From an optimization exercise on the open Yosys and OpenROAD flow, aimed at small area, a short achievable clock period and few clock cycles per item; shortcuts taken in it are not production practice.
Only simulation tests tie the RTL to the original design; equivalence was not proved.
Power figures rest on the tool's default switching activity, not on a simulated workload.

==> flow/design.v, too long to show whole: its modules and the start of the top module <==
// module meas_stream: 8929 lines
module meas_stream (
  input  wire        clk,
  input  wire        rst_n,
  input  wire        in_valid,
  output wire        in_ready,
  input  wire        in_cfg,
  input  wire [31:0] in_word,
  input  wire [3:0]  cfg_rank_win,
  input  wire [3:0]  cfg_rank,
  input  wire [2:0]  cfg_resp,
  input  wire [23:0] cfg_offset,
  input  wire [31:0] cfg_gain,
  output reg         out_valid,
  output reg  [31:0] out_value,
  output reg         out_sat,
  output reg         err_valid,
  output reg         err_fault
);
  // ...
==> flow/flow/run.sh <==
#!/bin/bash
# Standard ORFS layout (the standard.sh: standard synthesis, floorplan,
# placement, CTS, routing, finish) with two repair settings changed:
#  - the timing repair steps aim for a setup slack well above the 15 ns
#    constraint, so that they work on the design's real critical paths
#    (the clock period and the SDC are unchanged);
#  - gate sizing may pick any drive strength, not only cells of the same
#    footprint.
# The tools' output goes to make_finish.log in this folder (ORFS also keeps
# its per-step logs under orfs/logs).
set -euo pipefail
MARGIN=${MARGIN:-10.5}
bash standard.sh SETUP_SLACK_MARGIN=$MARGIN MATCH_CELL_FOOTPRINT=0 finish > make_finish.log 2>&1
==> flow/standard.sh <==
#!/bin/bash
# synth_recipe.tcl (not shown) runs the flow's synth.tcl, then flattens the netlist and writes it again
# the make line also repeats each setting of config.mk as NAME=value (left out here)
make -C /OpenROAD-flow-scripts/flow DESIGN_CONFIG=/design/flow/config.mk WORK_HOME=/design/flow/orfs CLKGATE_MAP_FILE= SYNTH_SCRIPT=/design/flow/synth_recipe.tcl "${@:-finish}"
==> flow/config.mk <==
export PLATFORM = sky130hd
export DESIGN_NAME = meas_stream
export DESIGN_NICKNAME = meas_stream
export VERILOG_FILES = /design/flow/design.v
export SDC_FILE = /design/flow/constraint.sdc
export NUM_CORES = 4
export LEC_CHECK = 0
export CAP_MARGIN = 20
export CORE_MARGIN = 2
export CORE_UTILIZATION = 40
export SLEW_MARGIN = 20
export SYNTH_MEMORY_MAX_BITS = 65536
==> flow/constraint.sdc <==
create_clock -name core_clock -period 15.0 [get_ports {clk}]
set_input_delay 3.0000 -clock core_clock [delete_from_list [all_inputs] [get_ports {clk}]]
set_output_delay 3.0000 -clock core_clock [all_outputs]
set_load 0.01 [all_outputs]
==> flow_summary.ini, run 1 <==
[run_status]
run_status = finished clean

[routing]
drt_pre_antenna_iters = 10
met1Wirelength_um = 226000
met2_length_um = 260000

[finish]
ff_latch_area_um2 = 80300
multiInputCombCellCount = 8877
layout.cells.most_common = sky130_fd_sc_hd__edfxtp_1
diodes = 14
layout.buffer.nonclock.area_share_pct = 2.73
largest_register_ffs = 1536
post_layout_net_count = 16500

[pwr]
powerComb_mw = 12.3
power.static_leakage_nw = 71.3
share_seq_of_total_power_pct = 34.3
sw_frac_of_total_pct = 37.0
proportion_of_power_drawn_by_combinational_gates_pct = 38.8
maxPowerGroup = combinational logic
clock_distribution_power_mw = 8.51

[yosys]
synth-compound-area-share_pct = 13.3
synth_warn = 5
yosys_register_bits = 3025
yosysMostFrequentCell = sky130_fd_sc_hd__edfxtp_1
synth_edf_count = 1948
synth_common_cells = sky130_fd_sc_hd__edfxtp_1 (1948), sky130_fd_sc_hd__a22oi_1 (1677), sky130_fd_sc_hd__inv_1 (1623)
synth_area_leader_cell = sky130_fd_sc_hd__edfxtp_1
post_synth_xor_area_fraction_pct = 7.65
netlist.area_leader.share_pct = 33.6
post_synth_instance_area_um2 = 174000

[sta]
final.setup.worst_slack_ns = 10.38
rsz0062_at_grt = yes

[clocking]
cts_tree = yes
cts.root.buffer_cell = sky130_fd_sc_hd__clkbuf_16

[die]
dieWidth_um = 664
floorplan.tapcells = 5734

[grt]
wire_length_of_the_first_global_routing_pass_um = 849000
gr-usage-met1_pct = 33.8

[job]
max_cap_violations = 0

[min_path]
hold_path.class = register to register

[placement]
gpl.final_weighted_congestion = 0.955
postPlaceCellArea_um2 = 181000

[setup_path]
worst-r2r-cell-count = 22
Testbench counts, summed over its fixed seeds: cycles 29,088, items 28,800.
==> inputs of run 2 (changes only) <==
--- a/flow/design.v
+++ b/flow/design.v
@@ -90,16 +90,73 @@
   wire [2:0]  nm8_new = push_refns ? 3'd1 : nm8_inc;
   wire [2:0]  s1_q    = (3'd0 - nm8_new) & dmask;
   wire        s1_fresh = (s1_q == dmask);
   wire [3:0]  s1_want = (cur_rk == 4'd0) ? ((cur_rw + 4'd1) >> 1) : cur_rk;
   reg  [8:0]  s1_wmask;
   always @* begin
     for (mc = 0; mc < 9; mc = mc + 1) s1_wmask[mc] = (mc < cur_rw);
   end
+  reg  [23:0] hist [0:63];
+  reg v0_b2;
+  reg v0_b4;
+  reg v0_b7;
+  reg v0_b13;
+  reg v0_b15;
+  reg v0_b25;
+  reg v0_b27;
+  reg v0_b29;
+  reg v0_b31;
+  reg v0_b49;
+  reg v0_b51;
+  reg v0_b53;
+  reg v0_b55;
+  reg v0_b57;
+  reg v0_b59;
+  reg v0_b61;
+  reg v0_b63;
+  reg [23:0] vop0;
+  reg v1_a1;
+  reg v1_a3;
+  reg v1_a5;
+  reg v1_a7;
+  reg v1_a9;
+  reg v1_a11;
+  reg v1_a13;
+  reg v1_a15;
+  reg [23:0] vop1;
+  reg v2_a2;
+  reg v2_a3;
+  reg v2_a5;
+  reg v2_a7;
+  reg v2_a9;
+  reg v2_a11;
+  reg v2_a13;
+  reg v2_a15;
+  reg v2_a17;
+  reg v2_a19;
+  reg v2_a21;
+  reg v2_a23;
+  reg [23:0] vop2;
+  reg v3_a3;
+  reg v3_a5;
+  reg v3_a7;
+  reg v3_a9;
+  reg v3_a11;
+  reg v3_a13;
+  reg v3_a15;
+  reg v3_a17;
+  reg v3_a19;
+  reg v3_a21;
+  reg v3_a23;
+  reg v3_a25;
+  reg v3_a27;
+  reg v3_a29;
+  reg v3_a31;
+  reg [23:0] vop3;
   reg  [7:0]  c_lt, c_gt;
   always @* begin
     for (mc = 0; mc < 8; mc = mc + 1) begin
       c_lt[mc] = par_ok ? (r0_word[23:0] < win[mc]) : (mc == 0 ? 1'b0 : wlt[0][mc]);
       c_gt[mc] = par_ok ? (r0_word[23:0] > win[mc]) : (mc == 0 ? 1'b0 : wgt[0][mc]);
     end
   end
   reg         v2, o2, sat2;
@@ -160,16 +217,68 @@
     end
     o2    <= s1_out;
     sat2  <= push_sat;
     wm2   <= s1_wmask;
     for (m = 1; m < 10; m = m + 1) wh2[m] <= (s1_want == m);
     rs2   <= cur_rs;
     q2    <= s1_q;
     fr2   <= s1_fresh;
+    v0_b2 <= (cur_rs == 3'd1);
+    v0_b4 <= (cur_rs == 3'd2);
+    v0_b7 <= (cur_rs == 3'd3);
+    v0_b13 <= (cur_rs == 3'd4 && s1_q == 3'd1);
+    v0_b15 <= (cur_rs == 3'd4 && s1_q == 3'd0);
+    v0_b25 <= (cur_rs == 3'd5 && s1_q == 3'd3);
+    v0_b27 <= (cur_rs == 3'd5 && s1_q == 3'd2);
+    v0_b29 <= (cur_rs == 3'd5 && s1_q == 3'd1);
+    v0_b31 <= (cur_rs == 3'd5 && s1_q == 3'd0);
+    v0_b49 <= (cur_rs == 3'd6 && s1_q == 3'd7);
+    v0_b51 <= (cur_rs == 3'd6 && s1_q == 3'd6);
+    v0_b53 <= (cur_rs == 3'd6 && s1_q == 3'd5);
+    v0_b55 <= (cur_rs == 3'd6 && s1_q == 3'd4);
+    v0_b57 <= (cur_rs == 3'd6 && s1_q == 3'd3);
+    v0_b59 <= (cur_rs == 3'd6 && s1_q == 3'd2);
+    v0_b61 <= (cur_rs == 3'd6 && s1_q == 3'd1);
+    v0_b63 <= (cur_rs == 3'd6 && s1_q == 3'd0);
+    v1_a1 <= (cur_rs == 3'd1) | (cur_rs == 3'd2) | (cur_rs == 3'd3) | (cur_rs == 3'd4 && s1_q == 3'd1) | (cur_rs == 3'd5 && s1_q == 3'd3) | (cur_rs == 3'd6 && s1_q == 3'd7);
+    v1_a3 <= (cur_rs == 3'd4 && s1_q == 3'd0) | (cur_rs == 3'd5 && s1_q == 3'd2) | (cur_rs == 3'd6 && s1_q == 3'd6);
+    v1_a5 <= (cur_rs == 3'd5 && s1_q == 3'd1) | (cur_rs == 3'd6 && s1_q == 3'd5);
+    v1_a7 <= (cur_rs == 3'd5 && s1_q == 3'd0) | (cur_rs == 3'd6 && s1_q == 3'd4);
+    v1_a9 <= (cur_rs == 3'd6 && s1_q == 3'd3);
+    v1_a11 <= (cur_rs == 3'd6 && s1_q == 3'd2);
+    v1_a13 <= (cur_rs == 3'd6 && s1_q == 3'd1);
+    v1_a15 <= (cur_rs == 3'd6 && s1_q == 3'd0);
+    v2_a2 <= (cur_rs == 3'd2) | (cur_rs == 3'd3);
+    v2_a3 <= (cur_rs == 3'd4 && s1_q == 3'd1);
+    v2_a5 <= (cur_rs == 3'd4 && s1_q == 3'd0) | (cur_rs == 3'd5 && s1_q == 3'd3);
+    v2_a7 <= (cur_rs == 3'd5 && s1_q == 3'd2);
+    v2_a9 <= (cur_rs == 3'd5 && s1_q == 3'd1) | (cur_rs == 3'd6 && s1_q == 3'd7);
+    v2_a11 <= (cur_rs == 3'd5 && s1_q == 3'd0) | (cur_rs == 3'd6 && s1_q == 3'd6);
+    v2_a13 <= (cur_rs == 3'd6 && s1_q == 3'd5);
+    v2_a15 <= (cur_rs == 3'd6 && s1_q == 3'd4);
+    v2_a17 <= (cur_rs == 3'd6 && s1_q == 3'd3);
+    v2_a19 <= (cur_rs == 3'd6 && s1_q == 3'd2);
+    v2_a21 <= (cur_rs == 3'd6 && s1_q == 3'd1);
+    v2_a23 <= (cur_rs == 3'd6 && s1_q == 3'd0);
+    v3_a3 <= (cur_rs == 3'd3);
+    v3_a5 <= (cur_rs == 3'd4 && s1_q == 3'd1);
+    v3_a7 <= (cur_rs == 3'd4 && s1_q == 3'd0);
+    v3_a9 <= (cur_rs == 3'd5 && s1_q == 3'd3);
+    v3_a11 <= (cur_rs == 3'd5 && s1_q == 3'd2);
+    v3_a13 <= (cur_rs == 3'd5 && s1_q == 3'd1);
+    v3_a15 <= (cur_rs == 3'd5 && s1_q == 3'd0);
+    v3_a17 <= (cur_rs == 3'd6 && s1_q == 3'd7);
+    v3_a19 <= (cur_rs == 3'd6 && s1_q == 3'd6);
+    v3_a21 <= (cur_rs == 3'd6 && s1_q == 3'd5);
+    v3_a23 <= (cur_rs == 3'd6 && s1_q == 3'd4);
+    v3_a25 <= (cur_rs == 3'd6 && s1_q == 3'd3);
+    v3_a27 <= (cur_rs == 3'd6 && s1_q == 3'd2);
+    v3_a29 <= (cur_rs == 3'd6 && s1_q == 3'd1);
+    v3_a31 <= (cur_rs == 3'd6 && s1_q == 3'd0);
     if (s1_word) begin
       win[0] <= push_val;
       for (m = 1; m < 9; m = m + 1) win[m] <= win[m-1];
       wlt[0] <= {c_lt, 1'b0};
       wgt[0] <= {c_gt, 1'b0};
       for (m = 1; m < 9; m = m + 1) begin
         wlt[m] <= {wlt[m-1][7:0], 1'b0};
         wgt[m] <= {wgt[m-1][7:0], 1'b0};
@@ -1053,70 +1162,33 @@
     | ({24{match1}} & win[1])
     | ({24{match2}} & win[2])
     | ({24{match3}} & win[3])
     | ({24{match4}} & win[4])
     | ({24{match5}} & win[5])
     | ({24{match6}} & win[6])
     | ({24{match7}} & win[7])
     | ({24{match8}} & win[8]);
-  reg  [23:0] hist [0:63];
   reg         v3, o3, sat3;
   reg  [2:0]  s3_rs, s3_q;
   reg         fr3;
   reg  [24:0] pre4_0, pre4_1, pre4_2, pre4_3;
   reg  [23:0] dg4_0;
   reg  [26:0] dg4_1;
   reg  [29:0] dg4_2;
   reg  [32:0] dg4_3;
   reg  [47:0] acc_s, acc_c;
   reg  [38:0] dg7;
   reg         fr5;
-  reg s0_a0;
-  wire [23:0] pre0_a = ({24{s0_a0}} & hist[0]);
-  reg s0_b0;
-  reg s0_b2;
-  reg s0_b4;
-  reg s0_b7;
-  reg s0_b13;
-  reg s0_b15;
-  reg s0_b25;
-  reg s0_b27;
-  reg s0_b29;
-  reg s0_b31;
-  reg s0_b49;
-  reg s0_b51;
-  reg s0_b53;
-  reg s0_b55;
-  reg s0_b57;
-  reg s0_b59;
-  reg s0_b61;
-  reg s0_b63;
-  wire [23:0] pre0_b = ({24{s0_b0}} & hist[0])
-    | ({24{s0_b2}} & hist[2])
-    | ({24{s0_b4}} & hist[4])
-    | ({24{s0_b7}} & hist[7])
-    | ({24{s0_b13}} & hist[13])
-    | ({24{s0_b15}} & hist[15])
-    | ({24{s0_b25}} & hist[25])
-    | ({24{s0_b27}} & hist[27])
-    | ({24{s0_b29}} & hist[29])
-    | ({24{s0_b31}} & hist[31])
-    | ({24{s0_b49}} & hist[49])
-    | ({24{s0_b51}} & hist[51])
-    | ({24{s0_b53}} & hist[53])
-    | ({24{s0_b55}} & hist[55])
-    | ({24{s0_b57}} & hist[57])
-    | ({24{s0_b59}} & hist[59])
-    | ({24{s0_b61}} & hist[61])
-    | ({24{s0_b63}} & hist[63]);
+  wire [23:0] pre0_a = hist[0];
+  wire [23:0] pre0_b = vop0;
   reg [23:0] dg0;    
   always @* begin
     case ({s3_rs, s3_q})
-      {3'd0, 3'd0}: dg0 = 24'h70;
+      {3'd0, 3'd0}: dg0 = 24'h40;
       {3'd1, 3'd0}: dg0 = 24'h8;
       {3'd2, 3'd0}: dg0 = 24'h1;
       {3'd3, 3'd0}: dg0 = 24'he;
       {3'd4, 3'd0}: dg0 = 24'hab1c16;
       {3'd4, 3'd1}: dg0 = 24'ha28a45;
       {3'd5, 3'd0}: dg0 = 24'h14ab68;
       {3'd5, 3'd1}: dg0 = 24'h18e348;
       {3'd5, 3'd2}: dg0 = 24'ha56016;
@@ -1127,32 +1199,17 @@
       {3'd6, 3'd3}: dg0 = 24'h16a169;
       {3'd6, 3'd4}: dg0 = 24'h16e2b0;
       {3'd6, 3'd5}: dg0 = 24'h172b45;
       {3'd6, 3'd6}: dg0 = 24'h16aa70;
       {3'd6, 3'd7}: dg0 = 24'h30340;
       default: dg0 = 24'd0;
     endcase
   end
-  reg s1_a1;
-  reg s1_a3;
-  reg s1_a5;
-  reg s1_a7;
-  reg s1_a9;
-  reg s1_a11;
-  reg s1_a13;
-  reg s1_a15;
-  wire [23:0] pre1_a = ({24{s1_a1}} & hist[1])
-    | ({24{s1_a3}} & hist[3])
-    | ({24{s1_a5}} & hist[5])
-    | ({24{s1_a7}} & hist[7])
-    | ({24{s1_a9}} & hist[9])
-    | ({24{s1_a11}} & hist[11])
-    | ({24{s1_a13}} & hist[13])
-    | ({24{s1_a15}} & hist[15]);
+  wire [23:0] pre1_a = vop1;
   reg s1_b1;
   reg s1_b3;
   reg s1_b6;
   reg s1_b12;
   reg s1_b24;
   reg s1_b48;
   wire [23:0] pre1_b = ({24{s1_b1}} & hist[1])
     | ({24{s1_b3}} & hist[3])
@@ -1178,40 +1235,17 @@
       {3'd6, 3'd3}: dg1 = 27'h582a4e;
       {3'd6, 3'd4}: dg1 = 27'h24dc55;
       {3'd6, 3'd5}: dg1 = 27'h22da2d;
       {3'd6, 3'd6}: dg1 = 27'h381b41;
       {3'd6, 3'd7}: dg1 = 27'h72c00;
       default: dg1 = 27'd0;
     endcase
   end
-  reg s2_a2;
-  reg s2_a3;
-  reg s2_a5;
-  reg s2_a7;
-  reg s2_a9;
-  reg s2_a11;
-  reg s2_a13;
-  reg s2_a15;
-  reg s2_a17;
-  reg s2_a19;
-  reg s2_a21;
-  reg s2_a23;
-  wire [23:0] pre2_a = ({24{s2_a2}} & hist[2])
-    | ({24{s2_a3}} & hist[3])
-    | ({24{s2_a5}} & hist[5])
-    | ({24{s2_a7}} & hist[7])
-    | ({24{s2_a9}} & hist[9])
-    | ({24{s2_a11}} & hist[11])
-    | ({24{s2_a13}} & hist[13])
-    | ({24{s2_a15}} & hist[15])
-    | ({24{s2_a17}} & hist[17])
-    | ({24{s2_a19}} & hist[19])
-    | ({24{s2_a21}} & hist[21])
-    | ({24{s2_a23}} & hist[23]);
+  wire [23:0] pre2_a = vop2;
   reg s2_b2;
   reg s2_b5;
   reg s2_b10;
   reg s2_b20;
   reg s2_b40;
   wire [23:0] pre2_b = ({24{s2_b2}} & hist[2])
     | ({24{s2_b5}} & hist[5])
     | ({24{s2_b10}} & hist[10])
@@ -1234,46 +1268,17 @@
       {3'd6, 3'd3}: dg2 = 30'h5a2da41;
       {3'd6, 3'd4}: dg2 = 30'h51962b1;
       {3'd6, 3'd5}: dg2 = 30'h5341381;
       {3'd6, 3'd6}: dg2 = 30'hc702ad;
       {3'd6, 3'd7}: dg2 = 30'haa8b49;
       default: dg2 = 30'd0;
     endcase
   end
-  reg s3_a3;
-  reg s3_a5;
-  reg s3_a7;
-  reg s3_a9;
-  reg s3_a11;
-  reg s3_a13;
-  reg s3_a15;
-  reg s3_a17;
-  reg s3_a19;
-  reg s3_a21;
-  reg s3_a23;
-  reg s3_a25;
-  reg s3_a27;
-  reg s3_a29;
-  reg s3_a31;
-  wire [23:0] pre3_a = ({24{s3_a3}} & hist[3])
-    | ({24{s3_a5}} & hist[5])
-    | ({24{s3_a7}} & hist[7])
-    | ({24{s3_a9}} & hist[9])
-    | ({24{s3_a11}} & hist[11])
-    | ({24{s3_a13}} & hist[13])
-    | ({24{s3_a15}} & hist[15])
-    | ({24{s3_a17}} & hist[17])
-    | ({24{s3_a19}} & hist[19])
-    | ({24{s3_a21}} & hist[21])
-    | ({24{s3_a23}} & hist[23])
-    | ({24{s3_a25}} & hist[25])
-    | ({24{s3_a27}} & hist[27])
-    | ({24{s3_a29}} & hist[29])
-    | ({24{s3_a31}} & hist[31]);
+  wire [23:0] pre3_a = vop3;
   reg s3_b4;
   reg s3_b8;
   reg s3_b16;
   reg s3_b32;
   wire [23:0] pre3_b = ({24{s3_b4}} & hist[4])
     | ({24{s3_b8}} & hist[8])
     | ({24{s3_b16}} & hist[16])
     | ({24{s3_b32}} & hist[32]);
@@ -8772,81 +8777,79 @@
   assign gr_3025 = sh8[164] ^ sh8[165];
   assign gr_3026 = sh8[164] & sh8[165];
   wire [57:0] sc_s = {sh8[166], gr_3024, gr_3022, gr_3020, gr_3018, gr_3016, gr_3014, gr_3012, gr_3010, gr_3008, gr_3006, gr_3004, gr_3002, gr_3000, gr_2998, gr_2996, gr_2994, gr_2992, gr_2990, gr_2988, gr_2986, gr_2984, gr_2982, gr_2980, gr_2978, gr_2976, gr_2974, gr_2972, gr_2970, gr_2968, gr_2966, gr_2964, gr_2962, gr_2960, gr_2958, gr_2956, gr_2954, gr_2952, gr_2950, gr_2948, gr_2946, gr_2944, gr_2942, gr_2940, gr_2938, gr_2936, gr_2934, gr_2932, gr_2930, gr_2928, gr_2926, gr_2924, gr_2922, gr_2920, gr_2918, sh8[5], sh8[2], sh8[0]};
   wire [57:0] sc_c = {gr_3026, gr_3025, gr_3023, gr_3021, gr_3019, gr_3017, gr_3015, gr_3013, gr_3011, gr_3009, gr_3007, gr_3005, gr_3003, gr_3001, gr_2999, gr_2997, gr_2995, gr_2993, gr_2991, gr_2989, gr_2987, gr_2985, gr_2983, gr_2981, gr_2979, gr_2977, gr_2975, gr_2973, gr_2971, gr_2969, gr_2967, gr_2965, gr_2963, gr_2961, gr_2959, gr_2957, gr_2955, gr_2953, gr_2951, gr_2949, gr_2947, gr_2945, gr_2943, gr_2941, gr_2939, gr_2937, gr_2935, gr_2933, gr_2931, gr_2929, gr_2927, gr_2925, gr_2923, gr_2921, gr_2919, gr_2917, 1'b0, sh8[1]};
   always @(posedge clk) begin
     if (!rst_n) v3 <= 1'b0;
     else        v3 <= v2;
     o3 <= o2; sat3 <= sat2; s3_rs <= rs2; s3_q <= q2; fr3 <= fr2;
-    s0_a0 <= (rs2 == 3'd0) | (rs2 == 3'd1) | (rs2 == 3'd2) | (rs2 == 3'd3) | (rs2 == 3'd4 && q2 == 3'd0) | (rs2 == 3'd4 && q2 == 3'd1) | (rs2 == 3'd5 && q2 == 3'd0) | (rs2 == 3'd5 && q2 == 3'd1) | (rs2 == 3'd5 && q2 == 3'd2) | (rs2 == 3'd5 && q2 == 3'd3) | (rs2 == 3'd6 && q2 == 3'd0) | (rs2 == 3'd6 && q2 == 3'd1) | (rs2 == 3'd6 && q2 == 3'd2) | (rs2 == 3'd6 && q2 == 3'd3) | (rs2 == 3'd6 && q2 == 3'd4) | (rs2 == 3'd6 && q2 == 3'd5) | (rs2 == 3'd6 && q2 == 3'd6) | (rs2 == 3'd6 && q2 == 3'd7);
-    s0_b0 <= (rs2 == 3'd0);
-    s0_b2 <= (rs2 == 3'd1);
-    s0_b4 <= (rs2 == 3'd2);
-    s0_b7 <= (rs2 == 3'd3);
-    s0_b13 <= (rs2 == 3'd4 && q2 == 3'd1);
-    s0_b15 <= (rs2 == 3'd4 && q2 == 3'd0);
-    s0_b25 <= (rs2 == 3'd5 && q2 == 3'd3);
-    s0_b27 <= (rs2 == 3'd5 && q2 == 3'd2);
-    s0_b29 <= (rs2 == 3'd5 && q2 == 3'd1);
-    s0_b31 <= (rs2 == 3'd5 && q2 == 3'd0);
-    s0_b49 <= (rs2 == 3'd6 && q2 == 3'd7);
-    s0_b51 <= (rs2 == 3'd6 && q2 == 3'd6);
-    s0_b53 <= (rs2 == 3'd6 && q2 == 3'd5);
-    s0_b55 <= (rs2 == 3'd6 && q2 == 3'd4);
-    s0_b57 <= (rs2 == 3'd6 && q2 == 3'd3);
-    s0_b59 <= (rs2 == 3'd6 && q2 == 3'd2);
-    s0_b61 <= (rs2 == 3'd6 && q2 == 3'd1);
-    s0_b63 <= (rs2 == 3'd6 && q2 == 3'd0);
-    s1_a1 <= (rs2 == 3'd1) | (rs2 == 3'd2) | (rs2 == 3'd3) | (rs2 == 3'd4 && q2 == 3'd1) | (rs2 == 3'd5 && q2 == 3'd3) | (rs2 == 3'd6 && q2 == 3'd7);
-    s1_a3 <= (rs2 == 3'd4 && q2 == 3'd0) | (rs2 == 3'd5 && q2 == 3'd2) | (rs2 == 3'd6 && q2 == 3'd6);
-    s1_a5 <= (rs2 == 3'd5 && q2 == 3'd1) | (rs2 == 3'd6 && q2 == 3'd5);
-    s1_a7 <= (rs2 == 3'd5 && q2 == 3'd0) | (rs2 == 3'd6 && q2 == 3'd4);
-    s1_a9 <= (rs2 == 3'd6 && q2 == 3'd3);
-    s1_a11 <= (rs2 == 3'd6 && q2 == 3'd2);
-    s1_a13 <= (rs2 == 3'd6 && q2 == 3'd1);
-    s1_a15 <= (rs2 == 3'd6 && q2 == 3'd0);
+    vop0 <= ({24{v0_b2}} & hist[1])
+      | ({24{v0_b4}} & hist[3])
+      | ({24{v0_b7}} & hist[6])
+      | ({24{v0_b13}} & hist[12])
+      | ({24{v0_b15}} & hist[14])
+      | ({24{v0_b25}} & hist[24])
+      | ({24{v0_b27}} & hist[26])
+      | ({24{v0_b29}} & hist[28])
+      | ({24{v0_b31}} & hist[30])
+      | ({24{v0_b49}} & hist[48])
+      | ({24{v0_b51}} & hist[50])
+      | ({24{v0_b53}} & hist[52])
+      | ({24{v0_b55}} & hist[54])
+      | ({24{v0_b57}} & hist[56])
+      | ({24{v0_b59}} & hist[58])
+      | ({24{v0_b61}} & hist[60])
+      | ({24{v0_b63}} & hist[62]);
+    vop1 <= ({24{v1_a1}} & hist[0])
+      | ({24{v1_a3}} & hist[2])
+      | ({24{v1_a5}} & hist[4])
+      | ({24{v1_a7}} & hist[6])
+      | ({24{v1_a9}} & hist[8])
+      | ({24{v1_a11}} & hist[10])
+      | ({24{v1_a13}} & hist[12])
+      | ({24{v1_a15}} & hist[14]);
     s1_b1 <= (rs2 == 3'd1);
     s1_b3 <= (rs2 == 3'd2);
     s1_b6 <= (rs2 == 3'd3);
     s1_b12 <= (rs2 == 3'd4 && q2 == 3'd0) | (rs2 == 3'd4 && q2 == 3'd1);
     s1_b24 <= (rs2 == 3'd5 && q2 == 3'd0) | (rs2 == 3'd5 && q2 == 3'd1) | (rs2 == 3'd5 && q2 == 3'd2) | (rs2 == 3'd5 && q2 == 3'd3);
     s1_b48 <= (rs2 == 3'd6 && q2 == 3'd0) | (rs2 == 3'd6 && q2 == 3'd1) | (rs2 == 3'd6 && q2 == 3'd2) | (rs2 == 3'd6 && q2 == 3'd3) | (rs2 == 3'd6 && q2 == 3'd4) | (rs2 == 3'd6 && q2 == 3'd5) | (rs2 == 3'd6 && q2 == 3'd6) | (rs2 == 3'd6 && q2 == 3'd7);
-    s2_a2 <= (rs2 == 3'd2) | (rs2 == 3'd3);
-    s2_a3 <= (rs2 == 3'd4 && q2 == 3'd1);
-    s2_a5 <= (rs2 == 3'd4 && q2 == 3'd0) | (rs2 == 3'd5 && q2 == 3'd3);
-    s2_a7 <= (rs2 == 3'd5 && q2 == 3'd2);
-    s2_a9 <= (rs2 == 3'd5 && q2 == 3'd1) | (rs2 == 3'd6 && q2 == 3'd7);
-    s2_a11 <= (rs2 == 3'd5 && q2 == 3'd0) | (rs2 == 3'd6 && q2 == 3'd6);
-    s2_a13 <= (rs2 == 3'd6 && q2 == 3'd5);
-    s2_a15 <= (rs2 == 3'd6 && q2 == 3'd4);
-    s2_a17 <= (rs2 == 3'd6 && q2 == 3'd3);
-    s2_a19 <= (rs2 == 3'd6 && q2 == 3'd2);
-    s2_a21 <= (rs2 == 3'd6 && q2 == 3'd1);
-    s2_a23 <= (rs2 == 3'd6 && q2 == 3'd0);
+    vop2 <= ({24{v2_a2}} & hist[1])
+      | ({24{v2_a3}} & hist[2])
+      | ({24{v2_a5}} & hist[4])
+      | ({24{v2_a7}} & hist[6])
+      | ({24{v2_a9}} & hist[8])
+      | ({24{v2_a11}} & hist[10])
+      | ({24{v2_a13}} & hist[12])
+      | ({24{v2_a15}} & hist[14])
+      | ({24{v2_a17}} & hist[16])
+      | ({24{v2_a19}} & hist[18])
+      | ({24{v2_a21}} & hist[20])
+      | ({24{v2_a23}} & hist[22]);
     s2_b2 <= (rs2 == 3'd2);
     s2_b5 <= (rs2 == 3'd3);
     s2_b10 <= (rs2 == 3'd4 && q2 == 3'd0) | (rs2 == 3'd4 && q2 == 3'd1);
     s2_b20 <= (rs2 == 3'd5 && q2 == 3'd0) | (rs2 == 3'd5 && q2 == 3'd1) | (rs2 == 3'd5 && q2 == 3'd2) | (rs2 == 3'd5 && q2 == 3'd3);
     s2_b40 <= (rs2 == 3'd6 && q2 == 3'd0) | (rs2 == 3'd6 && q2 == 3'd1) | (rs2 == 3'd6 && q2 == 3'd2) | (rs2 == 3'd6 && q2 == 3'd3) | (rs2 == 3'd6 && q2 == 3'd4) | (rs2 == 3'd6 && q2 == 3'd5) | (rs2 == 3'd6 && q2 == 3'd6) | (rs2 == 3'd6 && q2 == 3'd7);
-    s3_a3 <= (rs2 == 3'd3);
-    s3_a5 <= (rs2 == 3'd4 && q2 == 3'd1);
-    s3_a7 <= (rs2 == 3'd4 && q2 == 3'd0);
-    s3_a9 <= (rs2 == 3'd5 && q2 == 3'd3);
-    s3_a11 <= (rs2 == 3'd5 && q2 == 3'd2);
-    s3_a13 <= (rs2 == 3'd5 && q2 == 3'd1);
-    s3_a15 <= (rs2 == 3'd5 && q2 == 3'd0);
-    s3_a17 <= (rs2 == 3'd6 && q2 == 3'd7);
-    s3_a19 <= (rs2 == 3'd6 && q2 == 3'd6);
-    s3_a21 <= (rs2 == 3'd6 && q2 == 3'd5);
-    s3_a23 <= (rs2 == 3'd6 && q2 == 3'd4);
-    s3_a25 <= (rs2 == 3'd6 && q2 == 3'd3);
-    s3_a27 <= (rs2 == 3'd6 && q2 == 3'd2);
-    s3_a29 <= (rs2 == 3'd6 && q2 == 3'd1);
-    s3_a31 <= (rs2 == 3'd6 && q2 == 3'd0);
+    vop3 <= ({24{v3_a3}} & hist[2])
+      | ({24{v3_a5}} & hist[4])
+      | ({24{v3_a7}} & hist[6])
+      | ({24{v3_a9}} & hist[8])
+      | ({24{v3_a11}} & hist[10])
+      | ({24{v3_a13}} & hist[12])
+      | ({24{v3_a15}} & hist[14])
+      | ({24{v3_a17}} & hist[16])
+      | ({24{v3_a19}} & hist[18])
+      | ({24{v3_a21}} & hist[20])
+      | ({24{v3_a23}} & hist[22])
+      | ({24{v3_a25}} & hist[24])
+      | ({24{v3_a27}} & hist[26])
+      | ({24{v3_a29}} & hist[28])
+      | ({24{v3_a31}} & hist[30]);
     s3_b4 <= (rs2 == 3'd3);
     s3_b8 <= (rs2 == 3'd4 && q2 == 3'd0) | (rs2 == 3'd4 && q2 == 3'd1);
     s3_b16 <= (rs2 == 3'd5 && q2 == 3'd0) | (rs2 == 3'd5 && q2 == 3'd1) | (rs2 == 3'd5 && q2 == 3'd2) | (rs2 == 3'd5 && q2 == 3'd3);
     s3_b32 <= (rs2 == 3'd6 && q2 == 3'd0) | (rs2 == 3'd6 && q2 == 3'd1) | (rs2 == 3'd6 && q2 == 3'd2) | (rs2 == 3'd6 && q2 == 3'd3) | (rs2 == 3'd6 && q2 == 3'd4) | (rs2 == 3'd6 && q2 == 3'd5) | (rs2 == 3'd6 && q2 == 3'd6) | (rs2 == 3'd6 && q2 == 3'd7);
     if (v2) begin
       hist[0] <= rank_out;
       for (m = 1; m < 64; m = m + 1) hist[m] <= hist[m-1];
     end
@@ -8872,22 +8875,20 @@
     o5 <= o4; sat5 <= sat4; fr5 <= fr4; sm5 <= sm4;
     fh5 <= {1'b1, ~dg4_3[32], pp3_10_25, f_1688, pp3_10_24, ~dg4_3[29], ~dg4_2[29], f_1687, f_1686, f_1684, f_1682, 1'b1, pp3_10_23, f_1685, f_1683, f_1681, f_1680, f_1678, f_1676, f_1679, f_1677, f_1675, f_1674, f_1672, f_1670, f_1673, f_1671, f_1669, f_1668, f_1666, f_1664, f_1667, f_1665, f_1663, f_1662, f_1660, f_1658, f_1661, f_1659, f_1657, f_1656, f_1654, f_1652, f_1655, f_1653, f_1651, f_1650, f_1648, f_1646, f_1649, f_1647, f_1645, f_1644, f_1642, f_1640, f_1643, f_1641, f_1639, f_1638, f_1636, f_1634, f_1637, f_1635, f_1633, f_1632, f_1630, f_1628, f_1631, f_1629, f_1627, f_1626, f_1624, f_1622, f_1625, f_1623, f_1621, f_1620, f_1618, f_1616, f_1619, f_1617, f_1615, f_1614, f_1612, f_1610, f_1613, f_1611, f_1609, f_1608, f_1606, f_1604, f_1607, f_1605, f_1603, f_1602, f_1600, f_1598, f_1601, f_1599, f_1597, f_1596, f_1594, f_1592, f_1595, f_1593, f_1591, f_1590, f_1588, f_1586, f_1589, f_1587, f_1585, f_1584, f_1582, f_1580, f_1583, f_1581, f_1579, f_1578, f_1576, f_1574, f_1577, f_1575, f_1573, f_1572, f_1570, f_1568, f_1571, f_1569, f_1567, f_1566, f_1564, f_1562, f_1565, f_1563, f_1561, f_1560, f_1558, f_1556, f_1559, f_1557, f_1555, f_1554, f_1552, f_1550, f_1553, f_1551, f_1549, f_1548, f_1546, f_1544, f_1547, f_1545, f_1543, f_1542, f_1540, f_1538, f_1541, f_1539, f_1537, f_1536, f_1534, f_1532, f_1535, f_1533, f_1531, f_1530, f_1528, f_1526, f_1529, f_1527, f_1525, f_1524, f_1522, f_1520, f_1523, f_1521, f_1519, f_1518, f_1516, f_1514, f_1517, f_1515, f_1513, f_1512, f_1510, f_1508, f_1511, f_1509, f_1507, f_1506, f_1504, f_1502, f_1505, f_1503, f_1501, f_1500, f_1498, f_1496, f_1499, f_1497, f_1495, f_1494, f_1492, f_1490, f_1493, f_1491, f_1489, f_1488, f_1486, f_1484, f_1487, f_1485, f_1483, f_1482, f_1480, f_1478, f_1481, f_1479, f_1477, f_1476, f_1474, f_1472, f_1475, f_1473, f_1471, f_1470, f_1468, f_1466, f_1469, f_1467, f_1465, f_1464, f_1462, f_1460, f_1463, f_1461, f_1459, f_1458, f_1456, f_1454, f_1457, f_1455, f_1453, f_1452, f_1450, f_1448, f_1451, f_1449, f_1447, f_1446, f_1444, f_1145, f_1445, f_1443, f_1143, f_1141, dg4_3[5], pp3_1_0, f_1442, pp3_0_1, pp2_0_1, pp1_0_1, pp0_0_1, f_1441, dg4_3[2], pp3_0_0, dg4_2[2], pp2_0_0, dg4_1[2]};
   end
   reg         v6, o6, sat6, sm6;
   always @(posedge clk) begin
     if (!rst_n) v6 <= 1'b0;
     else        v6 <= v5;
     o6 <= o5; sat6 <= sat5; sm6 <= sm5;
-    acc_s <= acc_s_nx;
-    acc_c <= acc_c_nx;
+    acc_s <= sm5 ? {acc_s_nx[29:0], 18'd0} : acc_s_nx;
+    acc_c <= sm5 ? {acc_c_nx[29:0], 18'd0} : acc_c_nx;
   end
-  wire [47:0] a6_s = sm6 ? {acc_s[29:0], 18'd0} : acc_s;
-  wire [47:0] a6_c = sm6 ? {acc_c[29:0], 18'd0} : acc_c;
-  wire [47:0] a6   = a6_s + a6_c - {off_cur, 22'd0};
+  wire [47:0] a6   = acc_s + acc_c - {2'd0, off_cur, 22'd0};
   wire [25:0] diff = a6[47:22];
   reg  [38:0] dg6;
   always @* begin
     for (mc = 0; mc < 13; mc = mc + 1) begin
       dg6[3*mc]   = diff[2*mc] ^ (mc == 0 ? 1'b0 : diff[2*mc-1]);
       dg6[3*mc+1] = (mc == 0) ? (diff[1] & ~diff[0])
                   : ((diff[2*mc+1] & ~diff[2*mc] & ~diff[2*mc-1]) | (~diff[2*mc+1] & diff[2*mc] & diff[2*mc-1]));
       dg6[3*mc+2] = diff[2*mc+1];
==> flow/config.mk (replaced) <==
export PLATFORM = sky130hd
export DESIGN_NAME = meas_stream
export DESIGN_NICKNAME = meas_stream
export VERILOG_FILES = /design/flow/design.v
export SDC_FILE = /design/flow/constraint.sdc
export NUM_CORES = 4
export LEC_CHECK = 0
export CAP_MARGIN = 20
export CORE_MARGIN = 2
export CORE_UTILIZATION = 55
export CTS_CLUSTER_DIAMETER = 70
export CTS_CLUSTER_SIZE = 22
export PLACE_DENSITY = 0.68
export SLEW_MARGIN = 20
export SYNTH_MEMORY_MAX_BITS = 65536
==> run 2 against run 1 <==
Utilization grew 14 points. Largest cell class unchanged. Sequential power is essentially flat. Design area shrank 3.9%. Routed wire length shrank 1.8%. Fmax grew 2.0%.
==> flow_summary.ini, run 2 <==
[min_path]
hold_path.class = register to register
worst_hold_path.num_cells = 0
whs_endpoint = fr5$_DFF_P_
hold_path.startpoint = fr4$_DFF_P_

[pwr]
cellPowerDensity_nw_per_um2 = 143
finalPower_mw = 26.8
power.static_leakage_nw = 69.2
irDropWorstVdd_mv = 0.180

[routing]
antenna_violating_nets_post_route = 0
drt_pre_antenna_iters = 10
met2_length_um = 239000
highest-signal-layer = met5
detail_routed_net_length_per_standard_cell_um = 31.2
postRouteWirelength_um = 580000
met1Wirelength_um = 224000
num_vias = 122000
routed-wl-met3_um = 82600
post_drt_via_cell_ratio = 6.54
detailedRoute.firstIterationViolations = 18700
drc = 0

[yosys]
synth_area_leader_cell = sky130_fd_sc_hd__edfxtp_1
mappedNetlistNets = 16700
post_synth_instance_area_um2 = 175000
post_synth_num_cell_types = 97
netlist.area_leader.share_pct = 33.0
yosysMostFrequentCell = sky130_fd_sc_hd__edfxtp_1
ys_top_cells_by_area = sky130_fd_sc_hd__edfxtp_1 (33%), sky130_fd_sc_hd__fa_1 (16%), sky130_fd_sc_hd__dfxtp_1 (13%)
seq_area_frac_synth_pct = 46.4
synth_warn = 5
synth_common_cells = sky130_fd_sc_hd__edfxtp_1 (1924), sky130_fd_sc_hd__a22oi_1 (1805), sky130_fd_sc_hd__inv_1 (1549)
yosys_most_used_dff = sky130_fd_sc_hd__edfxtp_1
syn_inst = 14700
synth.avg_cell_area_um2 = 12.0
yosys_register_bits = 3097
asyncSetResetFlopFracSynth_pct = 0
synth_edf_count = 1924

[sta]
achievable-frequency_mhz = 221
rsz0062_at_grt = yes
final.setup.worst_slack_ns = 10.47
tightestPinTransition_ns = 1.26
finalClockSkew_ns = 0.0754
finalWorstPathRequiredPeriod_ns = 4.53
finalHoldViolCount = 0
timing.setup.tns_ns = 0
post-route-period-util_pct = 30.2
setup_violations_final = 0
timing.max_slew.rel_slack_pct = 16.1
finalMaxSlewViolations = 0

[placement]
dpl.cell_count = 18200
gpl.final_weighted_congestion = 1.02
hpwl_dp_um = 393000
postPlaceCellArea_um2 = 180000
i_o_buffers = 139
pre_cts_ws_ns = 9.77

[setup_path]
start_kind = register
cp_slowest_cell = sky130_fd_sc_hd__dfxtp_1
regToRegEndpoint = fh5[160]$_DFF_P_
critical_path.max_fanout = 17
worst-setup-path-type = register to register
worst-r2r-cell-count = 9
endpoint_kind = register
cp.required_ns = 15.77
r2r_setup_slack_ns = 10.47
reg2reg_from = pre4_1[19]$_DFF_P_
path_common_cell = sky130_fd_sc_hd__fa_1
crit_path_max_incr_delay_ns = 1.15
critPathArrivalTime_ns = 5.31
timing.critical_path.cells = a22oi_1 > xnor2_1 > fa_1 > inv_1 > fa_1 > fa_1 > fa_1 > inv_1 > fa_1

[finish]
fraction_of_final_layout_cells_with_drive_strength_greater_than_1_pct = 6.54
syn2layout_area_growth_pct = 6.87
final_cell_area_um2 = 187000
post_layout_net_count = 16300
multi_input_comb_area_um2 = 84200
biggestRegsByFlops = hist (1512), fh5 (264), win (216)
layout.cells.most_common = sky130_fd_sc_hd__edfxtp_1
ff_latch_area_um2 = 81500
mostFrequentLayoutCells = sky130_fd_sc_hd__edfxtp_1 (1924), sky130_fd_sc_hd__a22oi_1 (1805), sky130_fd_sc_hd__inv_1 (1547)
largest_reg_by_ff_count = hist
largest_register_ffs = 1512
fill_cells = 25800
final_cell_count_no_fill = 18600

[clocking]
ctsLongestPathBuffers = 4
cts.root.buffer_cell = sky130_fd_sc_hd__clkbuf_16
clk_pin_slew_ns = 0.09
clock_sinks = 3097
tritoncts.num_buffers = 194
later_pin_clock_latency_in_the_skew_report_ns = 0.96
cts-htree-levels = 4
cts_tree = yes

[die]
start_util_pct = 55.2
row_count = 207
area_of_the_die_um2 = 323000
core_area_um2 = 318000
fp.dieH_um = 568
design.portCount = 140
dieWidth_um = 568

[grt]
via_count_of_the_first_global_routing_pass = 119000
grt_start_max_net_pins = 208
wire_length_of_the_first_global_routing_pass_um = 836000
global_route.usage.total_pct = 35.4
overflow = 0
antenna_found_initial = 23

[job]
max_cap_violations = 0

[run_status]
run_status = finished clean
## run 2: cells by family (layout without fill, tap and decap cells)
group | Yosys count | count (layout) | share of synthesized area, %
buf+inv | 2632 | 2383 | 5.66
fa+ha+maj | 1974 | 1974 | 20.1
simple gates | 2046 | 2046 | 5.81
xor+xnor | 1515 | 1515 | 7.58
other cells | 0 | 8 | 0
compound gates | 3216 | 3216 | 13.4
mux | 175 | 175 | 1.08
flops | 3097 | 3097 | 46.4
## run 2: final cells by class
class	count	share of cell area, %
multi-input cells	8926	45.0
flip-flops and latches	3097	43.5
inverters	1566	3.15
clock buffers	280	2.82
well taps	4180	2.79
repair buffers	456	2.18
clock inverters	81	0.558
diodes	8	0.0107
## run 2: critical path, delay by kind of cell, from the launching register on
family	cells	cell delay [ns]
DFF	1	1.15
adders and majority gates	5	2.66
AOI/OAI and AO/OA	1	0.19
xor gates and xnor gates	1	0.23
buffers and inverters	2	0.12
## run 2: metal layers
layer | up-vias | track usage [%]
met2 | 9132 | 50.1
li1 | 50600 | -
met5 | - | 0
met1 | 60000 | 49.1
met4 | 8 | 16.7
met3 | 1877 | 11.7
## run 2: power by group
part | switching (mW) | total (mW) | internal [mW]
logic | 6.17 | 10.4 | 4.25
clock network | 3.13 | 5.76 | 2.63
registers | 0.741 | 10.6 | 9.90
## run 2: repair_timing
action | in CTS | in global routing
gates resized for setup | 65 | 22
hold buffers | 0 | 0
pin swaps | 3 | 4
gates cloned | 0 | 0
endpoints found under the setup margin | 124 | 103
buffers inserted | 11 | 4
## run 2: stage by stage
step | hold WS (ns) | util (%)
floorplan | 0.310 | -
global placement | 0.312 | 56.8
detailed placement | 0.313 | 56.8
CTS | 0.333 | 58.9
global route | 0.336 | 59.0
finish | 0.331 | 59.0
## run 2: worst max path at each step
stage	startpoint	end	slack, ns
detailed placement	s3_b8$_DFF_P_	pre4_3[24]$_DFF_P_	9.77
floorplan	v2$_SDFF_PN0_	hist[0][0]$_DFFE_PP_	3.89
finish	pre4_1[19]$_DFF_P_	fh5[160]$_DFF_P_	10.47
global placement	s3_b8$_DFF_P_	pre4_3[24]$_DFF_P_	9.69
CTS	out_value[0]$_SDFF_PP1_	out_value[0]	10.50
global route	sh8[53]$_DFF_P_	y[32]$_DFF_P_	10.43
Testbench counts of run 2, summed over its fixed seeds: cycles 29,088, items 28,800.
==> inputs of run 3 (changes only) <==
--- a/flow/config.mk
+++ b/flow/config.mk
@@ -7,9 +7,8 @@
 export LEC_CHECK = 0
 export CAP_MARGIN = 20
 export CORE_MARGIN = 2
-export CORE_UTILIZATION = 55
+export CORE_UTILIZATION = 40
 export CTS_CLUSTER_DIAMETER = 70
 export CTS_CLUSTER_SIZE = 22
-export PLACE_DENSITY = 0.68
 export SLEW_MARGIN = 20
 export SYNTH_MEMORY_MAX_BITS = 65536
==> run 3 against run 2 <==
Still clean. Clock skew increased by 0.023 ns. Synthesized cell count unchanged. Fmax up 1.0%. Worst setup slack gained 0.046 ns. Worst hold slack lost 0.023 ns. Utilization decreased by 16 points. Sequential share of layout area fell by 0.48 points. First-iteration DRC count shrank 4.3%. Highest routed layer unchanged.
==> flow_summary.ini, run 3 <==
[finish]
layout.cells.most_common = sky130_fd_sc_hd__edfxtp_1
fraction_of_final_layout_cells_with_drive_strength_greater_than_1_pct = 6.79
largest_reg_by_ff_count = hist
largest_register_ffs = 1512
final_cell_count_no_fill = 20200
mostFrequentLayoutCells = sky130_fd_sc_hd__edfxtp_1 (1924), sky130_fd_sc_hd__a22oi_1 (1805), sky130_fd_sc_hd__inv_1 (1546)
final_cell_area_um2 = 189000
biggestRegsByFlops = hist (1512), fh5 (264), win (216)
post_layout_net_count = 16300
fill_cells = 40100
syn2layout_area_growth_pct = 8.13

[setup_path]
critical_path.max_fanout = 23
path_common_cell = sky130_fd_sc_hd__nand3_1
regToRegEndpoint = hist[0][1]$_DFFE_PP_
cp.required_ns = 15.74
crit_path_end = hist[0][1]$_DFFE_PP_
start_kind = register
timing.critical_path.cells = buf_4 > and2_1 > nand3_1 > o21a_1 > or3_1 > nor3_1 > nor4_1 > o2111a_2 > a222oi_1 > nand3_1 > a221o_2
cp.depth = 11
worst-r2r-cell-count = 11
worst-setup-path-type = register to register
endpoint_kind = register
timing.critical_path.buf_inv = 1
worstSetupStartpoint = wm2[8]$_DFF_P_
reg2reg_from = wm2[8]$_DFF_P_
cp_slowest_cell = sky130_fd_sc_hd__nor4_1
critPathArrivalTime_ns = 5.23
crit_path_max_incr_delay_ns = 1.07
r2r_setup_slack_ns = 10.51
worst_path_dominant_cell_family = simple AND/OR/NAND/NOR gates

[yosys]
yosysMostFrequentCell = sky130_fd_sc_hd__edfxtp_1
synth_warn = 5
yosys_register_bits = 3097
post_synth_num_cell_types = 97
mappedNetlistNets = 16700
asyncSetResetFlopFracSynth_pct = 0
netlist.area_leader.share_pct = 33.0
ys_top_cells_by_area = sky130_fd_sc_hd__edfxtp_1 (33%), sky130_fd_sc_hd__fa_1 (16%), sky130_fd_sc_hd__dfxtp_1 (13%)
seq_area_frac_synth_pct = 46.4
syn_inst = 14700
synth.avg_cell_area_um2 = 12.0
synth_area_leader_cell = sky130_fd_sc_hd__edfxtp_1
synth_edf_count = 1924
yosys_most_used_dff = sky130_fd_sc_hd__edfxtp_1
synth_common_cells = sky130_fd_sc_hd__edfxtp_1 (1924), sky130_fd_sc_hd__a22oi_1 (1805), sky130_fd_sc_hd__inv_1 (1549)
post_synth_instance_area_um2 = 175000

[pwr]
irDropWorstVdd_mv = 0.149
sw_frac_of_total_pct = 37.6
switching_power_mw = 10.2
int_power_mw = 16.9
share_seq_of_total_power_pct = 39.3
fraction_of_power_consumed_by_the_clock_network_pct = 22.4
proportion_of_power_drawn_by_combinational_gates_pct = 38.3
power.static_leakage_nw = 69.2
finalPower_mw = 27.1
cellPowerDensity_nw_per_um2 = 143

[clocking]
cts_hold_buf = 0
ctsLongestPathBuffers = 4
cts.root.buffer_cell = sky130_fd_sc_hd__clkbuf_16
later_pin_clock_latency_in_the_skew_report_ns = 1.02
clock_sinks = 3097
tritoncts.num_buffers = 200
cts-htree-levels = 4
cts_tree = yes
clk_pin_slew_ns = 0.09

[sta]
rsz0062_at_grt = no
timing.max_slew.rel_slack_pct = 4.85
finalClockSkew_ns = 0.0981
finalWorstPathRequiredPeriod_ns = 4.49
achievable-frequency_mhz = 223
tightestPinTransition_ns = 1.41
finalMaxSlewViolations = 0
finalHoldViolCount = 0
setup_violations_final = 0
timing.setup.tns_ns = 0
final.setup.worst_slack_ns = 10.51
post-route-period-util_pct = 29.9

[die]
dieWidth_um = 666
design.portCount = 140
core_area_um2 = 437000
fp.dieH_um = 666
start_util_pct = 40.1
area_of_the_die_um2 = 443000
row_count = 243

[run_status]
run_status = finished clean

[routing]
num_vias = 122000
drt_pre_antenna_iters = 10
postRouteWirelength_um = 603000
antenna_violating_nets_post_route = 0
detail_routed_net_length_per_standard_cell_um = 29.9
drc = 0
detailedRoute.firstIterationViolations = 17900
post_drt_via_cell_ratio = 6.03

[placement]
i_o_buffers = 139
pre_cts_ws_ns = 9.66
postPlaceCellArea_um2 = 182000
dpl.cell_count = 19800
hpwl_dp_um = 402000
gpl.final_weighted_congestion = 0.981

[grt]
wire_length_of_the_first_global_routing_pass_um = 861000
overflow = 0
grt_start_max_net_pins = 182
antenna_found_initial = 32
global_route.usage.total_pct = 26.5
via_count_of_the_first_global_routing_pass = 120000

[min_path]
hold_path.class = register to register

[job]
max_cap_violations = 0
[run 3: cell count changes in the layout (fill, tap and decap cells not counted), moves of 7 or more]
cell	delta
sky130_fd_sc_hd__buf_4	-22
sky130_fd_sc_hd__dfxtp_1	-29
sky130_fd_sc_hd__clkinv_2	+7
sky130_fd_sc_hd__clkbuf_1	-8
sky130_fd_sc_hd__buf_6	+11
sky130_fd_sc_hd__dfxtp_4	+7
sky130_fd_sc_hd__inv_8	+7
sky130_fd_sc_hd__buf_12	-9
sky130_fd_sc_hd__diode_2	+30
sky130_fd_sc_hd__dfxtp_2	+22
[run 3: area by class of cell]
type | instances | area [um2] | share of cell area [%]
Clock inverter | 94 | 1280 | 0.674
Tap cell | 5757 | 7200 | 3.80
Antenna cell | 38 | 95.1 | 0.0502
Multi-Input combinational cell | 8927 | 84200 | 44.5
Sequential cell | 3097 | 81500 | 43.0
Timing Repair Buffer | 431 | 3740 | 1.98
Inverter | 1566 | 5890 | 3.11
Clock buffer | 280 | 5470 | 2.89
[run 3: kinds of logic (layout without fill, tap and decap cells)]
| kind of cell | count (synthesis) | count (layout) | synth area share, % |
|---|---|---|---|
| flops | 3097 | 3097 | 46.4 |
| mux | 175 | 175 | 1.08 |
| xor+xnor | 1515 | 1515 | 7.58 |
| simple gates | 2046 | 2046 | 5.81 |
| other cells | 0 | 38 | 0 |
| fa+ha+maj | 1974 | 1974 | 20.1 |
| buf+inv | 2632 | 2371 | 5.66 |
| compound gates | 3216 | 3217 | 13.4 |
[run 3: per-stage QoR]
step	hold WS (ns)	util [%]
final	0.308	43.4
after global routing	0.317	43.3
after CTS	0.303	43.3
after detailed placement	0.312	41.7
after global placement	0.311	41.7
after floorplan	0.310	-
[run 3: worst min-delay path by stage]
stage                             from      endpoint  slack [ns]  depth (start not counted)
final                       o3$_DFF_P_    o4$_DFF_P_        0.31                          0
after global placement      o3$_DFF_P_    o4$_DFF_P_        0.31                          0
after global routing        o3$_DFF_P_    o4$_DFF_P_        0.32                          0
after detailed placement  sat4$_DFF_P_  sat5$_DFF_P_        0.31                          0
after CTS                   o3$_DFF_P_    o4$_DFF_P_        0.30                          0
after floorplan            fr2$_DFF_P_   fr3$_DFF_P_        0.31                          0
[run 3: repair_timing]
action / in CTS / in global routing
pin swaps: 3 / 5
cloned: 0 / 1
hold endpoints to repair: 0 / 0
buffers inserted: 4 / 5
endpoints found under the setup margin: 301 / 456
resized for setup: 70 / 22
[run 3: metal layers]
metal  part of all wire, %  wire [um]  vias up  track usage (%)
met4                   5.9      35900       16             12.6
met2                    41     250000     8452             38.2
met1                    39     235000    60800             35.5
met3                    14      81800     1968             9.14
met5                 0.019        115        -            0.239
li1                      -          -    50600                -
[run 3: power groups by stage]
stage | Clock, mW | Sequential (mW) | Combinational [mW]
floorplan | 0 | 10.4 | 7.09
global placement | 0 | 10.8 | 10.2
detailed placement | 0 | 10.8 | 10.3
CTS | 6.19 | 10.6 | 10.4
global route | 6.46 | 10.7 | 11.7
finish | 6.06 | 10.6 | 10.4
==> inputs of run 4 (changes only) <==
--- a/flow/flow/run.sh
+++ b/flow/flow/run.sh
@@ -9,5 +9,5 @@
 # The tools' output goes to make_finish.log in this folder (ORFS also keeps
 # its per-step logs under orfs/logs).
 set -euo pipefail
-MARGIN=${MARGIN:-10.5}
+MARGIN=${MARGIN:-10.75}
 bash standard.sh SETUP_SLACK_MARGIN=$MARGIN MATCH_CELL_FOOTPRINT=0 finish > make_finish.log 2>&1
==> run 4 against run 3 <==
Still clean. Design area rose by 0.18%. Combinational power barely moved. Non-clock buffer count rose by 13. Sequential power barely moved. Area after synthesis did not move. Critical path type is now register to output port.
==> flow_summary.ini, run 4 <==
[setup_path]
reg2reg_from = pre4_2[18]$_DFF_P_
timing.critical_path.buf_inv = 1
start_kind = register
r2r_setup_slack_ns = 10.75
critPathArrivalTime_ns = 1.46
worst-setup-path-type = register to output port
cp.required_ns = 12.00
endpoint_kind = output port
regToRegEndpoint = fh5[124]$_DFF_P_
critical_path.max_fanout = 1
worst-r2r-cell-count = 9
cp_slowest_cell = sky130_fd_sc_hd__dfxtp_4
worst_path_dominant_cell_family = flip-flops
crit_path_max_incr_delay_ns = 0.37
timing.critical_path.cells = buf_6

[placement]
hpwl_dp_um = 402000
dpl.cell_count = 19800
gpl.final_weighted_congestion = 0.981
i_o_buffers = 139

[yosys]
post_synth_instance_area_um2 = 175000
yosysMostFrequentCell = sky130_fd_sc_hd__edfxtp_1
seq_area_frac_synth_pct = 46.4
synth_warn = 5
ys_top_cells_by_area = sky130_fd_sc_hd__edfxtp_1 (33%), sky130_fd_sc_hd__fa_1 (16%), sky130_fd_sc_hd__dfxtp_1 (13%)
synth_area_leader_cell = sky130_fd_sc_hd__edfxtp_1
yosys_most_used_dff = sky130_fd_sc_hd__edfxtp_1
synth_common_cells = sky130_fd_sc_hd__edfxtp_1 (1924), sky130_fd_sc_hd__a22oi_1 (1805), sky130_fd_sc_hd__inv_1 (1549)
asyncSetResetFlopFracSynth_pct = 0
yosys_register_bits = 3097
syn_inst = 14700
synth.avg_cell_area_um2 = 12.0
mappedNetlistNets = 16700
netlist.area_leader.share_pct = 33.0
synth_edf_count = 1924
post_synth_num_cell_types = 97

[finish]
fraction_of_final_layout_cells_with_drive_strength_greater_than_1_pct = 7.60
syn2layout_area_growth_pct = 8.33
largest_reg_by_ff_count = hist
final_cell_count_no_fill = 20200
biggestRegsByFlops = hist (1512), fh5 (264), win (216)
mostFrequentLayoutCells = sky130_fd_sc_hd__edfxtp_1 (1924), sky130_fd_sc_hd__a22oi_1 (1804), sky130_fd_sc_hd__inv_1 (1544)
utilization_pct = 43.4
post_layout_net_count = 16300
layout.cells.most_common = sky130_fd_sc_hd__edfxtp_1
largest_register_ffs = 1512

[die]
row_count = 243
core_area_um2 = 437000
start_util_pct = 40.1
dieWidth_um = 666
area_of_the_die_um2 = 443000
fp.dieH_um = 666
design.portCount = 140

[clocking]
clk_pin_slew_ns = 0.08
cts_hold_buf = 0
cts-htree-levels = 4
clock_sinks = 3097
later_pin_clock_latency_in_the_skew_report_ns = 1.03
ctsLongestPathBuffers = 4
cts.root.buffer_cell = sky130_fd_sc_hd__clkbuf_16
cts_tree = yes
tritoncts.num_buffers = 200

[sta]
achievable-frequency_mhz = 224
finalHoldViolCount = 0
setup_violations_final = 0
finalClockSkew_ns = 0.106
timing.setup.tns_ns = 0
post-route-period-util_pct = 29.8
holdWs_ns = 0.306
timing.max_slew.rel_slack_pct = 14.6
finalMaxSlewViolations = 0
rsz0062_at_grt = yes
finalWorstPathRequiredPeriod_ns = 4.46
tightestPinTransition_ns = 1.28

[routing]
postRouteWirelength_um = 604000
routed-wl-met3_um = 82200
highest-signal-layer = met5
drc = 0
met1Wirelength_um = 235000
antenna_violating_nets_post_route = 0
met2_length_um = 251000
drt_pre_antenna_iters = 9
detailedRoute.firstIterationViolations = 17700
detail_routed_net_length_per_standard_cell_um = 29.9
post_drt_via_cell_ratio = 6.05
num_vias = 122000

[pwr]
irDropWorstVdd_mv = 0.148
proportion_of_power_drawn_by_combinational_gates_pct = 38.4
power.static_leakage_nw = 69.2
sw_frac_of_total_pct = 37.6
cellPowerDensity_nw_per_um2 = 143
switching_power_mw = 10.2
fraction_of_power_consumed_by_the_clock_network_pct = 22.3
share_seq_of_total_power_pct = 39.2
finalPower_mw = 27.1
int_power_mw = 16.9

[min_path]
worst_hold_path.num_cells = 0
whs_endpoint = o4$_DFF_P_
hold_path.class = register to register
hold_path.startpoint = o3$_DFF_P_

[grt]
overflow = 0
via_count_of_the_first_global_routing_pass = 120000
wire_length_of_the_first_global_routing_pass_um = 862000
antenna_found_initial = 32
global_route.usage.total_pct = 26.5
grt_start_max_net_pins = 182

[run_status]
run_status = finished clean

[job]
max_cap_violations = 0
-- run 4: cell count changes in the layout (fill, tap and decap cells not counted), moves of 6 or more --
| cell | delta |
|---|---|
| sky130_fd_sc_hd__dlymetal6s2s_1 | -33 |
| sky130_fd_sc_hd__dfxtp_2 | +24 |
| sky130_fd_sc_hd__diode_2 | +6 |
| sky130_fd_sc_hd__dfxtp_1 | -48 |
| sky130_fd_sc_hd__buf_2 | +17 |
| sky130_fd_sc_hd__buf_6 | +27 |
| sky130_fd_sc_hd__dfxtp_4 | +24 |
-- run 4: kinds of logic (layout without fill, tap and decap cells) --
kind of cell	Yosys count	in the layout	share of synthesized area [%]
adder cells (fa/ha/maj)	1974	1974	20.1
other	0	44	0
AO/OA/AOI/OAI	3216	3217	13.4
XOR/XNOR	1515	1515	7.58
multiplexers	175	175	1.08
buffers and inverters	2632	2384	5.66
flip-flops	3097	3097	46.4
AND/OR/NAND/NOR	2046	2046	5.81
-- run 4: how the worst max path moves through the flow --
| stage | start | to | slack, ns | cells past startpoint |
|---|---|---|---|---|
| after global routing | err_fault$_SDFF_PN0_ | err_fault | 10.50 | 1 |
| after global placement | sh8[53]$_DFF_P_ | y[32]$_DFF_P_ | 9.60 | 13 |
| after detailed placement | sh8[53]$_DFF_P_ | y[32]$_DFF_P_ | 9.66 | 13 |
| after floorplan | v2$_SDFF_PN0_ | hist[0][0]$_DFFE_PP_ | 3.89 | 0 |
| after CTS | err_fault$_SDFF_PN0_ | err_fault | 10.47 | 1 |
| final | err_fault$_SDFF_PN0_ | err_fault | 10.54 | 1 |
-- run 4: cell type report --
type / count / area, um2
Antenna cell: 44 / 110
Clock buffer: 280 / 5470
Clock inverter: 94 / 1280
Fill cell: 40100 / 247000
Inverter: 1566 / 5900
Multi-Input combinational cell: 8927 / 84400
Sequential cell: 3097 / 81600
Tap cell: 5757 / 7200
Timing Repair Buffer: 444 / 3760
-- run 4: per-stage QoR --
step | instance area (um2) | setup WS, ns
floorplan | 175000 | 3.89
global placement | 182000 | 9.60
detailed placement | 182000 | 9.66
CTS | 189000 | 10.47
global route | 190000 | 10.50
finish | 190000 | 10.54
-- run 4: per-layer routing --
metal	vias to the layer above	track usage, %
li1	50600	-
met1	61100	35.5
met2	8539	38.3
met3	1937	9.23
met4	14	12.5
met5	-	0.239
-- run 4: timing repair --
item                                    4_1_cts  5_1_grt
gates resized for setup                     192      116
pin swaps                                    20       15
gates cloned                                  1        0
buffers inserted                             11       11
endpoints found under the setup margin      535      522
-- run 4: power by group through the flow --
stage / registers (mW) / clock network (mW) / logic (mW)
after global placement: 10.8 / 0 / 10.2
after CTS: 10.6 / 6.19 / 10.4
after global routing: 10.7 / 6.46 / 11.7
final: 10.7 / 6.06 / 10.4
after floorplan: 10.4 / 0 / 7.09
after detailed placement: 10.8 / 0 / 10.3

-- port drivers added, routing unchanged --
How much do the figures lean on ideal ports? The routed layouts below were timed once more, with nothing changed but the port constraints.
Step 1: set_driving_cell puts a clkbuf_16 on clk and a buf_2 on each other input, an assumption about the parent block.
Step 2 adds t to the input delays and takes it off the output delays; t is the mean of the earliest and latest rising clock arrival at the registers after step 1. Input paths then give back, and output paths get back, about the clock's delay inside the block.
Three values: ideal, step 1, step 2; two values: the first two.
| run | t, ns | setup slack, ns | cell pins on the clock port's net |
|---|---|---|---|
| run 1 | 1.068 | 10.377 / 10.377 / 9.966 | 1 |
| run 2 | 1.022 | 10.465 / 10.415 / 10.393 | 1 |
| run 3 | 1.087 | 10.511 / 10.416 / 10.434 | 1 |
| run 4 | 1.092 | 10.536 / 10.415 / 10.457 | 1 |
After both steps every run listed still meets setup and hold. For run 1, which loses most, drivers alone change the setup slack by 0.000 ns; drivers and shift together by -0.411 ns.
